Source: an optimization exercise on an open RTL-to-GDS flow (aim: small area, a short achievable clock period and few clock cycles per item). Production flows keep margins and buffers that such runs may drop.
Function was checked by simulation only, so behaviour that the tests miss may differ from the original.

==> trial 90 <==
Design line_factor, start of the top module:
module line_factor (
    input  wire        clk,
    input  wire        rst,
    input  wire        req_valid,
    output wire        req_ready,
    input  wire [3:0]  req_phase,
    input  wire        req_norm_en,
    input  wire [31:0] req_exp_ref,
    input  wire [31:0] req_exp_meas,
    input  wire [17:0] req_norm_min,
    input  wire [17:0] req_norm_max,
    input  wire        req_drift_upd,
    input  wire        req_drift_first,
    input  wire [17:0] req_drift_mean,
    input  wire [3:0]  req_drift_shift,
    input  wire [17:0] req_drift_ref,
    input  wire [5:0]  req_drift_range,
    output wire        rsp_valid,
    input  wire        rsp_ready,
    output wire [17:0] rsp_ratio,
    output wire        rsp_norm_clamp,
    output wire [17:0] rsp_drift,
    output wire        rsp_drift_clamp
);
    localparam integer S    = 17;                  
    localparam integer FD   = S + 4;               
    localparam integer CAP  = FD + 1;              
    reg           rdy_r;
    reg [CAP-1:0] c_t;
    wire          acc  = req_valid & rdy_r;
    wire          take;
    always @(posedge clk) begin
        if (rst) begin
            c_t   <= {CAP{1'b0}};
            rdy_r <= 1'b1;
        end else begin
            case ({acc, take})
                2'b10:   begin c_t <= {c_t[CAP-2:0], 1'b1}; rdy_r <= ~c_t[CAP-2]; end
                2'b01:   begin c_t <= {1'b0, c_t[CAP-1:1]}; rdy_r <= 1'b1;        end
                default: begin                              rdy_r <= ~c_t[CAP-1]; end
            endcase
        end
    end
    assign req_ready = rdy_r;
    reg [25:0] m_st [0:15];
    reg [16:0] q_st [0:15];
    reg [15:0] m_ok, q_ok;
    reg        a_v;
    reg [3:0]  a_phase;
    reg        a_norm_en;
    reg [32:0] a_sx;
    reg [31:0] a_meas;
    reg [17:0] a_min, a_max;
    reg        a_upd, a_first;
    reg [17:0] a_mean;
    reg [3:0]  a_shift;
    reg [17:0] a_dref;
    reg [5:0]  a_range;
    reg [25:0] a_mold;
    wire [25:0] m_new;
    reg        p_v     [0:S];
    reg [3:0]  p_phase [0:S];
    reg        p_upd   [0:S];
    reg [25:0] p_qd    [0:S];    
  ...
==> flow/config.mk <==
export PLATFORM = sky130hd
export DESIGN_NAME = line_factor
export DESIGN_NICKNAME = line_factor
export VERILOG_FILES = /design/flow/design.v
export SDC_FILE = /design/flow/constraint.sdc
export NUM_CORES = 4
export LEC_CHECK = 0
export CAP_MARGIN = 20
export CORE_MARGIN = 2
export CORE_UTILIZATION = 55
export SLEW_MARGIN = 20
==> flow/constraint.sdc <==
create_clock -name core_clock -period 10.0 [get_ports {clk}]
set_input_delay 2.0000 -clock core_clock [delete_from_list [all_inputs] [get_ports {clk}]]
set_output_delay 2.0000 -clock core_clock [all_outputs]
set_load 0.01 [all_outputs]
standard.sh (not shown) runs the stock make flow with config.mk's settings and CLKGATE_MAP_FILE= SYNTH_SCRIPT=/design/flow/synth_recipe.tcl, a recipe that flattens the netlist after the stock synthesis.
==> flow/flow/run.sh <==
#!/bin/bash
set -euo pipefail
bash standard.sh SETUP_SLACK_MARGIN=6.3 finish > flow_make.log 2>&1
==> inputs of build 91, as changes to trial 90 <==
==> flow/run.sh (new file) <==
#!/bin/bash
# synth_recipe.tcl (not shown) runs the flow's synth.tcl, then flattens the netlist and writes it again
# the make line also repeats each setting of config.mk as NAME=value (left out here)
make -C /OpenROAD-flow-scripts/flow DESIGN_CONFIG=/design/flow/config.mk WORK_HOME=/design/flow/orfs CLKGATE_MAP_FILE= SYNTH_SCRIPT=/design/flow/synth_recipe.tcl finish
--- a/flow/config.mk
+++ b/flow/config.mk
@@ -9,3 +9,4 @@
 export CORE_MARGIN = 2
 export CORE_UTILIZATION = 55
+export SETUP_SLACK_MARGIN = 5
 export SLEW_MARGIN = 20
removed: flow/flow/run.sh
removed: flow/standard.sh
==> reports/qor.yml <==
drt:
  wl_met3_um: 23710
  drt-initial-drc-count: 8303
  antenna_left: 1
status:
  status: "finished with violations"
  so_faults: "antenna violations"
critical_path:
  startpoint: "a_shift[2]"
global_route:
  grt.total_usage_pct: 23.53
  grt_pass1_wl_um: 671600
cells_and_area:
  final_util_pct: 62.24
  nClkBuffers: 654
clocking:
  post-cts-setup-buffers: 4
(the above is from build 91)
==> reports/qor.yml <==
cells_and_area:
  nClkBuffers: 655
  multi_input_gates: 10136
  final_util_pct: 63.90
  fin_cells: 21796
critical_path:
  end_kind: "register"
  startpoint: "a_shift[0]"
drt:
  wl_met2_um: 209800
  antenna_left: 0
timing:
  setup-tns-final_ns: 0
die:
  fp.coreArea_mm2: 0.3524
status:
  status: "timing/DRC/antenna clean"
clocking:
  post-cts-setup-buffers: 78
(the above is from trial 90)
Testbench counts of trial 90, summed over its fixed seeds: cycles 2,568, items 2,400.
Testbench counts of build 91, summed over its fixed seeds: cycles 2,568, items 2,400.

========
==> inputs of job 3718 <==
line_factor, a different RTL version from the one above (not shown whole).
export LEC_CHECK = 0
export CAP_MARGIN = 20
export CORE_MARGIN = 2
export CORE_UTILIZATION = 50
export CTS_CLUSTER_DIAMETER = 100
export CTS_CLUSTER_SIZE = 24
export SLEW_MARGIN = 20
create_clock -name core_clock -period 10.0 [get_ports {clk}]
==> flow/flow/run.sh <==
#!/bin/bash
set -euo pipefail
bash standard.sh SETUP_SLACK_MARGIN=6.4 finish > flow_make.log 2>&1
==> inputs of job 6526, as changes to job 3718 <==
--- a/flow/design.v
+++ b/flow/design.v
@@ -46,35 +46,26 @@
     reg [17:0] a_mean;
     reg [15:0] a_soh;      
     reg [25:0] a_xs;       
     reg [14:0] a_lmask;    
     reg [17:0] a_dref;
     reg [5:0]  a_range;
-    reg [25:0] a_mrd;       
-    reg        a_mok;       
-    reg        a_f1;        
-    reg        a_fpre;      
-    reg [25:0] a_pre;
-    wire [25:0] m_new;           
+    reg [25:0] a_ma, a_mb;  
     reg        p_v     [0:S];
     reg [3:0]  p_phase [0:S];
     reg        p_upd   [0:S];
     reg [25:0] p_qd    [0:S];    
     reg        b_v;
     reg [3:0]  b_phase;
     reg        b_upd;
     reg [25:0] b_ma, b_mb;
+    wire [25:0] m_rd  = m_st[req_phase] & {26{m_ok[req_phase]}};
+    wire        fwd_a = a_v & a_upd & (a_phase == req_phase);
+    wire        fwd_b = b_v & b_upd & (b_phase == req_phase);
+    wire        fwd_0 = p_v[0] & p_upd[0] & (p_phase[0] == req_phase);
     wire [25:0] n_ma, n_mb;      
-    wire [15:0] ph_oh = 16'd1 << req_phase;
-    reg  [25:0] m_rd;
-    integer     pk;
-    always @(*) begin
-        m_rd = 26'd0;
-        for (pk = 0; pk < 16; pk = pk + 1)
-            m_rd = m_rd | (m_st[pk] & {26{ph_oh[pk]}});
-    end
     always @(posedge clk) begin
         if (rst) a_v <= 1'b0;
         else     a_v <= acc;
         a_phase   <= req_phase;
         a_norm_en <= req_norm_en;
         a_ref     <= req_exp_ref;
@@ -86,53 +77,38 @@
         a_mean    <= req_drift_mean;
         a_soh     <= 16'd1 << req_drift_shift;
         a_xs      <= {req_drift_mean, 8'd0} >> req_drift_shift;
         a_lmask   <= ~(15'h7fff << req_drift_shift);
         a_dref    <= req_drift_ref;
         a_range   <= req_drift_range;
-        a_mrd     <= m_rd;
-        a_mok     <= |(m_ok & ph_oh);
-        a_f1      <= a_v & a_upd & (a_phase == req_phase);
-        a_fpre    <= (b_v & b_upd & (b_phase == req_phase)) |
-                     (p_v[0] & p_upd[0] & (p_phase[0] == req_phase));
-        a_pre     <= (b_v & b_upd & (b_phase == req_phase)) ? m_new : p_qd[0];
+        if (fwd_a) begin
+            a_ma <= n_ma;
+            a_mb <= n_mb;
+        end else if (fwd_b) begin
+            a_ma <= b_ma;
+            a_mb <= b_mb;
+        end else begin
+            a_ma <= fwd_0 ? p_qd[0] : m_rd;
+            a_mb <= 26'd0;
+        end
     end
     wire [25:0] x_in = {a_mean, 8'd0};
-    wire        a_lp = a_f1 & ~a_first;
-    wire [25:0] a_ma = a_first ? x_in : a_f1 ? b_ma : a_fpre ? a_pre :
-                       (a_mrd & {26{a_mok}});
-    wire [25:0] a_mb = b_mb & {26{a_lp}};
     reg  [25:0] a_sh, b_sh;    
     reg  [25:0] k_pos;         
     reg         c_s;
     integer     j;
     wire [14:0] f_am  = a_ma[14:0] & a_lmask;
     wire [14:0] f_bm  = a_mb[14:0] & a_lmask;
     wire [14:0] f_xm  = x_in[14:0] & a_lmask;
     wire [15:0] f_low = {1'b0, f_am} + {1'b0, f_bm};
     wire [15:0] f_cin = {f_low[15:1], 1'b0};                      
     reg  [15:0] f_2s;                                             
     wire [16:0] f_w0  = {2'b00, f_xm} - {2'b00, f_am} - {2'b00, f_bm};
     wire [16:0] f_w1  = {2'b00, f_xm} + {1'b0, f_2s} - {2'b00, f_am} - {2'b00, f_bm};
-    reg  [25:0] k_g [0:5];
-    reg  [25:0] k_p [0:5];
-    integer     kl, ki;
-    always @(*) begin
-        k_g[0] = b_ma & b_mb;
-        k_p[0] = b_ma ^ b_mb;
-        for (kl = 0; kl < 5; kl = kl + 1)
-            for (ki = 0; ki < 26; ki = ki + 1)
-                if (ki >= (1 << kl)) begin
-                    k_g[kl+1][ki] = k_g[kl][ki] | (k_p[kl][ki] & k_g[kl][ki - (1 << kl)]);
-                    k_p[kl+1][ki] = k_p[kl][ki] & k_p[kl][ki - (1 << kl)];
-                end else begin
-                    k_g[kl+1][ki] = k_g[kl][ki];
-                    k_p[kl+1][ki] = k_p[kl][ki];
-                end
-    end
-    wire        f_k   = a_lp & k_g[5][25];
+    wire [26:0] f_all = {1'b0, a_ma} + {1'b0, a_mb};
+    wire        f_k   = f_all[26];
     wire        f_brw = c_s ? f_w1[16] : f_w0[16];
     always @(*) begin
         a_sh  = 26'd0;
         b_sh  = 26'd0;
         k_pos = 26'd0;
         c_s   = 1'b0;
@@ -156,14 +132,14 @@
     wire [25:0] l3_s = l2_s ^ l2_d ^ l3_o;
     wire [25:0] l3_c = (l2_s & l2_d) | (l2_s & l3_o) | (l2_d & l3_o);
     wire [25:0] l3_d = {l3_c[24:0], ~c_s};
     wire [25:0] l4_o = k_pos & {26{f_k}};
     wire [25:0] l4_s = l3_s ^ l3_d ^ l4_o;
     wire [25:0] l4_c = (l3_s & l3_d) | (l3_s & l4_o) | (l3_d & l4_o);
-    assign n_ma = l4_s;
-    assign n_mb = {l4_c[24:0], ~f_brw};
+    assign n_ma = a_first ? x_in : l4_s;
+    assign n_mb = a_first ? 26'd0 : {l4_c[24:0], ~f_brw};
     wire [32:0] a_sx = {1'b0, a_ref} + {18'd0, a_meas[31:17]};    
     reg        b_norm_en;
     reg [32:0] b_sx;
     reg [31:0] b_meas;
     reg [17:0] b_min, b_max;
     reg [17:0] b_dref;
@@ -180,51 +156,51 @@
         b_meas    <= a_meas;
         b_min     <= a_min;
         b_max     <= a_max;
         b_dref    <= a_dref;
         b_range   <= a_range;
     end
-    assign m_new = b_ma + b_mb;
+    wire [25:0] m_new = b_ma + b_mb;
     wire        r_big  = ({1'b0, b_sx[32:2]} >= b_meas) | (b_meas == 32'd0);
-    wire [32:0] r_u17  = {1'b0, b_sx[32:1]} - {1'b0, b_meas};    
-    wire        r_q17  = ~r_u17[32];
+    wire [33:0] r_u17  = {2'b00, b_sx[32:1]} - {2'b00, b_meas};
+    wire        r_q17  = ~r_u17[33];
     wire [17:0] r_min0 = b_norm_en ? b_min : 18'd65536;
     wire        c_ltmn = ~b_norm_en;
     wire        c_gtmn = b_norm_en & r_big;
     wire        c_gtmx = b_norm_en & r_big;
     wire        c_eqmn = ~c_ltmn & ~c_gtmn;
     wire        c_eqmx = ~c_gtmx;
     wire        n_ltmn = c_ltmn | (c_eqmn & ~r_q17 & r_min0[17]);
     wire        n_gtmn = c_gtmn | (c_eqmn & r_q17 & ~r_min0[17]);
     wire        n_ltmx = c_eqmx & ~r_q17 & b_max[17];
     wire        n_gtmx = c_gtmx | (c_eqmx & r_q17 & ~b_max[17]);
     wire        r_ob17 = n_ltmn ? r_min0[17] : n_gtmx ? b_max[17] : r_q17;
-    reg [32:0] p_rw    [0:S];    
+    reg [33:0] p_rw    [0:S];    
     reg        p_rq    [0:S];    
     reg [31:0] p_rd    [0:S];    
     reg [17:0] p_rnq   [0:S];    
     reg [17:0] p_rmin  [0:S];    
     reg [17:0] p_rmax  [0:S];
     reg        p_ltmin [0:S];    
     reg        p_gtmin [0:S];    
     reg        p_ltmax [0:S];
     reg        p_gtmax [0:S];
     reg        p_nc    [0:S];    
-    reg [25:0] p_qw    [0:S];    
+    reg [26:0] p_qw    [0:S];    
     reg        p_qq    [0:S];    
     reg [16:0] p_qnq   [0:S];    
     reg        p_qovf  [0:S];
     reg        p_qzero [0:S];
     reg [5:0]  p_range [0:S];
     reg [17:0] s0_dref;
     always @(posedge clk) begin
         if (rst) p_v[0] <= 1'b0;
         else     p_v[0] <= b_v;
         p_phase[0] <= b_phase;
         p_upd[0]   <= b_upd;
-        p_rw[0]    <= {r_u17[31:0], b_sx[0]};
+        p_rw[0]    <= {r_u17[32:0], b_sx[0]};
         p_rq[0]    <= r_q17;
         p_rd[0]    <= b_meas;
         p_rnq[0]   <= {b_meas[16:0], r_ob17};
         p_rmin[0]  <= {r_min0[16:0], 1'b0};
         p_rmax[0]  <= {b_max[16:0], 1'b0};
         p_ltmin[0] <= n_ltmn;
@@ -237,31 +213,27 @@
         p_range[0] <= b_range;
         s0_dref    <= b_dref;
     end
     genvar gs;
     generate
         for (gs = 0; gs < S; gs = gs + 1) begin : g_st
-            wire [32:0] rw    = p_rw[gs];
+            wire [33:0] rw    = p_rw[gs];
             wire        rq    = p_rq[gs];
-            wire [32:0] radd  = rq ? ~{1'b0, p_rd[gs]} : {1'b0, p_rd[gs]};
-            wire [33:0] rsum  = {rw, 1'b1} + {radd, rq};
-            wire        rge   = ~rsum[33];
+            wire [33:0] radd  = rq ? ~{2'b00, p_rd[gs]} : {2'b00, p_rd[gs]};
+            wire [34:0] rsum  = {rw, 1'b1} + {radd, rq};
+            wire        rge   = ~rsum[34];
             wire        mnb   = p_rmin[gs][17];
             wire        mxb   = p_rmax[gs][17];
             wire        eqmn  = ~p_ltmin[gs] & ~p_gtmin[gs];
             wire        eqmx  = ~p_ltmax[gs] & ~p_gtmax[gs];
-            wire        ltmin0 = p_ltmin[gs] | (eqmn & mnb);
-            wire        gtmax1 = p_gtmax[gs] | (eqmx & ~mxb);
-            wire        ob0    = ltmin0 ? mnb : p_gtmax[gs] ? mxb : 1'b0;
-            wire        ob1    = p_ltmin[gs] ? mnb : gtmax1 ? mxb : 1'b1;
-            wire        ltmin = rge ? p_ltmin[gs] : ltmin0;
-            wire        gtmin = rge ? (p_gtmin[gs] | (eqmn & ~mnb)) : p_gtmin[gs];
-            wire        ltmax = rge ? p_ltmax[gs] : (p_ltmax[gs] | (eqmx & mxb));
-            wire        gtmax = rge ? gtmax1 : p_gtmax[gs];
-            wire        obit  = rge ? ob1 : ob0;
-            wire [25:0] qw_n;
+            wire        ltmin = p_ltmin[gs] | (eqmn & ~rge & mnb);
+            wire        gtmin = p_gtmin[gs] | (eqmn & rge & ~mnb);
+            wire        ltmax = p_ltmax[gs] | (eqmx & ~rge & mxb);
+            wire        gtmax = p_gtmax[gs] | (eqmx & rge & ~mxb);
+            wire        obit  = ltmin ? mnb : gtmax ? mxb : rge;
+            wire [26:0] qw_n;
             wire        qge;
             wire        qovf;
             wire        qzero;
             if (gs == 0) begin : g_q0
                 wire [25:0] md  = p_qd[0];
                 wire [27:0] ox  = {3'b000, s0_dref, 7'd0};
@@ -273,30 +245,30 @@
                 wire [27:0] fx  = {2'b00, s0_dref, 7'd0, md[17]};
                 wire [27:0] fy  = {19'd0, md[25:18], 1'b0};
                 wire [27:0] fs  = fx ^ fy ^ oz;
                 wire [27:0] fc  = (fx & fy) | (fx & oz) | (fy & oz);
                 wire [27:0] fsm = fs + {fc[26:0], 1'b1};
                 assign qovf  = ~osm[27];
-                assign qge   = ~fsm[26];
-                assign qw_n  = fsm[25:0];
+                assign qge   = ~fsm[27];
+                assign qw_n  = fsm[26:0];
                 assign qzero = (md == 26'd0);
             end else begin : g_qn
-                wire [26:0] qt   = {p_qw[gs], p_qnq[gs][16]};
-                wire [26:0] qadd = p_qq[gs] ? ~{1'b0, p_qd[gs]} : {1'b0, p_qd[gs]};
-                wire [27:0] qsum = {qt, 1'b1} + {qadd, p_qq[gs]};
-                assign qge   = ~qsum[27];
-                assign qw_n  = qsum[26:1];
+                wire [27:0] qt   = {p_qw[gs], p_qnq[gs][16]};
+                wire [27:0] qadd = p_qq[gs] ? ~{2'b00, p_qd[gs]} : {2'b00, p_qd[gs]};
+                wire [28:0] qsum = {qt, 1'b1} + {qadd, p_qq[gs]};
+                assign qge   = ~qsum[28];
+                assign qw_n  = qsum[27:1];
                 assign qovf  = p_qovf[gs];
                 assign qzero = p_qzero[gs];
             end
             always @(posedge clk) begin
                 if (rst) p_v[gs+1] <= 1'b0;
                 else     p_v[gs+1] <= p_v[gs];
                 p_phase[gs+1] <= p_phase[gs];
                 p_upd[gs+1]   <= p_upd[gs];
-                p_rw[gs+1]    <= {rsum[32:1], p_rnq[gs][17]};
+                p_rw[gs+1]    <= {rsum[33:1], p_rnq[gs][17]};
                 p_rq[gs+1]    <= rge;
                 p_rd[gs+1]    <= p_rd[gs];
                 p_rnq[gs+1]   <= {p_rnq[gs][16:0], obit};
                 p_rmin[gs+1]  <= {p_rmin[gs][16:0], 1'b0};
                 p_rmax[gs+1]  <= {p_rmax[gs][16:0], 1'b0};
                 p_ltmin[gs+1] <= ltmin;
@@ -473,14 +445,14 @@
             rg_v   <= {L{1'b0}};
             hd_seq <= 5'd0;
             tl_seq <= 5'd0;
         end else begin
             if (o_free) o_v <= pop | direct;
             rg_v   <= {rg_v[L-2:0], push | (rg_v[L-1] & ~pop)};
-            if (pop | direct) hd_seq <= hd_seq + 5'd1;
-            if (f_v)  tl_seq <= tl_seq + 5'd1;
+            if (pop)  hd_seq <= hd_seq + 5'd1;
+            if (push) tl_seq <= tl_seq + 5'd1;
         end
     end
     assign rsp_valid       = o_v;
     assign rsp_ratio       = o_data[17:0];
     assign rsp_norm_clamp  = o_data[18];
     assign rsp_drift       = {1'b0, o_data[35:19]};
==> inputs of job 241, as changes to job 3718 <==
--- a/flow/design.v
+++ b/flow/design.v
@@ -61,20 +61,12 @@
     reg [25:0] p_qd    [0:S];    
     reg        b_v;
     reg [3:0]  b_phase;
     reg        b_upd;
     reg [25:0] b_ma, b_mb;
     wire [25:0] n_ma, n_mb;      
-    wire [15:0] ph_oh = 16'd1 << req_phase;
-    reg  [25:0] m_rd;
-    integer     pk;
-    always @(*) begin
-        m_rd = 26'd0;
-        for (pk = 0; pk < 16; pk = pk + 1)
-            m_rd = m_rd | (m_st[pk] & {26{ph_oh[pk]}});
-    end
     always @(posedge clk) begin
         if (rst) a_v <= 1'b0;
         else     a_v <= acc;
         a_phase   <= req_phase;
         a_norm_en <= req_norm_en;
         a_ref     <= req_exp_ref;
@@ -86,14 +78,14 @@
         a_mean    <= req_drift_mean;
         a_soh     <= 16'd1 << req_drift_shift;
         a_xs      <= {req_drift_mean, 8'd0} >> req_drift_shift;
         a_lmask   <= ~(15'h7fff << req_drift_shift);
         a_dref    <= req_drift_ref;
         a_range   <= req_drift_range;
-        a_mrd     <= m_rd;
-        a_mok     <= |(m_ok & ph_oh);
+        a_mrd     <= m_st[req_phase];
+        a_mok     <= m_ok[req_phase];
         a_f1      <= a_v & a_upd & (a_phase == req_phase);
         a_fpre    <= (b_v & b_upd & (b_phase == req_phase)) |
                      (p_v[0] & p_upd[0] & (p_phase[0] == req_phase));
         a_pre     <= (b_v & b_upd & (b_phase == req_phase)) ? m_new : p_qd[0];
     end
     wire [25:0] x_in = {a_mean, 8'd0};
@@ -473,14 +465,14 @@
             rg_v   <= {L{1'b0}};
             hd_seq <= 5'd0;
             tl_seq <= 5'd0;
         end else begin
             if (o_free) o_v <= pop | direct;
             rg_v   <= {rg_v[L-2:0], push | (rg_v[L-1] & ~pop)};
-            if (pop | direct) hd_seq <= hd_seq + 5'd1;
-            if (f_v)  tl_seq <= tl_seq + 5'd1;
+            if (pop)  hd_seq <= hd_seq + 5'd1;
+            if (push) tl_seq <= tl_seq + 5'd1;
         end
     end
     assign rsp_valid       = o_v;
     assign rsp_ratio       = o_data[17:0];
     assign rsp_norm_clamp  = o_data[18];
     assign rsp_drift       = {1'b0, o_data[35:19]};
==> flow/flow/run.sh (replaced) <==
#!/bin/bash
set -euo pipefail
bash standard.sh SETUP_SLACK_MARGIN=6.2 finish > flow_make.log 2>&1
==> comparison <==
- Of job 6526 and job 241, job 6526 has the higher non-clock buffer count (gap 206).
- The highest register-to-register slack belongs to job 6526, the lowest to job 241.
- The highest area after synthesis belongs to job 6526, the lowest to job 3718.
- In job 3718 the via count is smaller than in job 6526, by 1.0%.
- Count of clock-buffer cells in the layout: job 241 is lower than job 6526 (3).
- Sequential share of layout area: job 241 > job 3718 > job 6526.
- The highest global-route usage belongs to job 3718, the lowest to job 241.
- The lowest utilization belongs to job 241, the highest to job 6526.
Testbench counts of job 3718, summed over its fixed seeds: cycles 2,576, items 2,400.
Testbench counts of job 6526, summed over its fixed seeds: cycles 2,576, items 2,400.
Testbench counts of job 241, summed over its fixed seeds: cycles 2,576, items 2,400.

-- what the ideal ports hide --
Ports are ideal in the flow. The routed layouts listed here were re-timed in OpenROAD.
Step 1 assumes that a clkbuf_16 drives the clock port and a buf_2 every other input.
Step 2 adds t to the input delays and takes it off the output delays; t is the mean of the earliest and latest rising clock arrival at the registers after step 1. Input paths then give back, and output paths get back, about the clock's delay inside the block.
a / b / c = ideal ports / drivers / drivers and shift; a / b = the first two.
| run | shift t [ns] | setup slack, ns | worst hold slack (ns) | worst slew at a driven data input, ns |
|---|---|---|---|---|
| trial 90 | 1.071 | 5.471 / 5.471 / 4.965 | 0.291 / 0.291 / 0.291 | 0.14 |
| build 91 | 1.067 | 5.174 / 5.174 / 4.387 | 0.297 / 0.297 / 0.297 | 0.11 |
| job 3718 | 1.062 | 6.003 / 6.003 / 5.511 | 0.262 / 0.262 / 0.262 | 0.09 |
| job 6526 | 1.085 | 6.156 / 6.156 / 5.343 | 0.293 / 0.293 / 0.293 | 0.19 |
| job 241 | 1.071 | 5.917 / 5.917 / 5.443 | 0.297 / 0.297 / 0.297 | 0.09 |
The setup slack of job 6526, which loses most, moves by 0.000 ns with the drivers and by -0.813 ns with both steps.
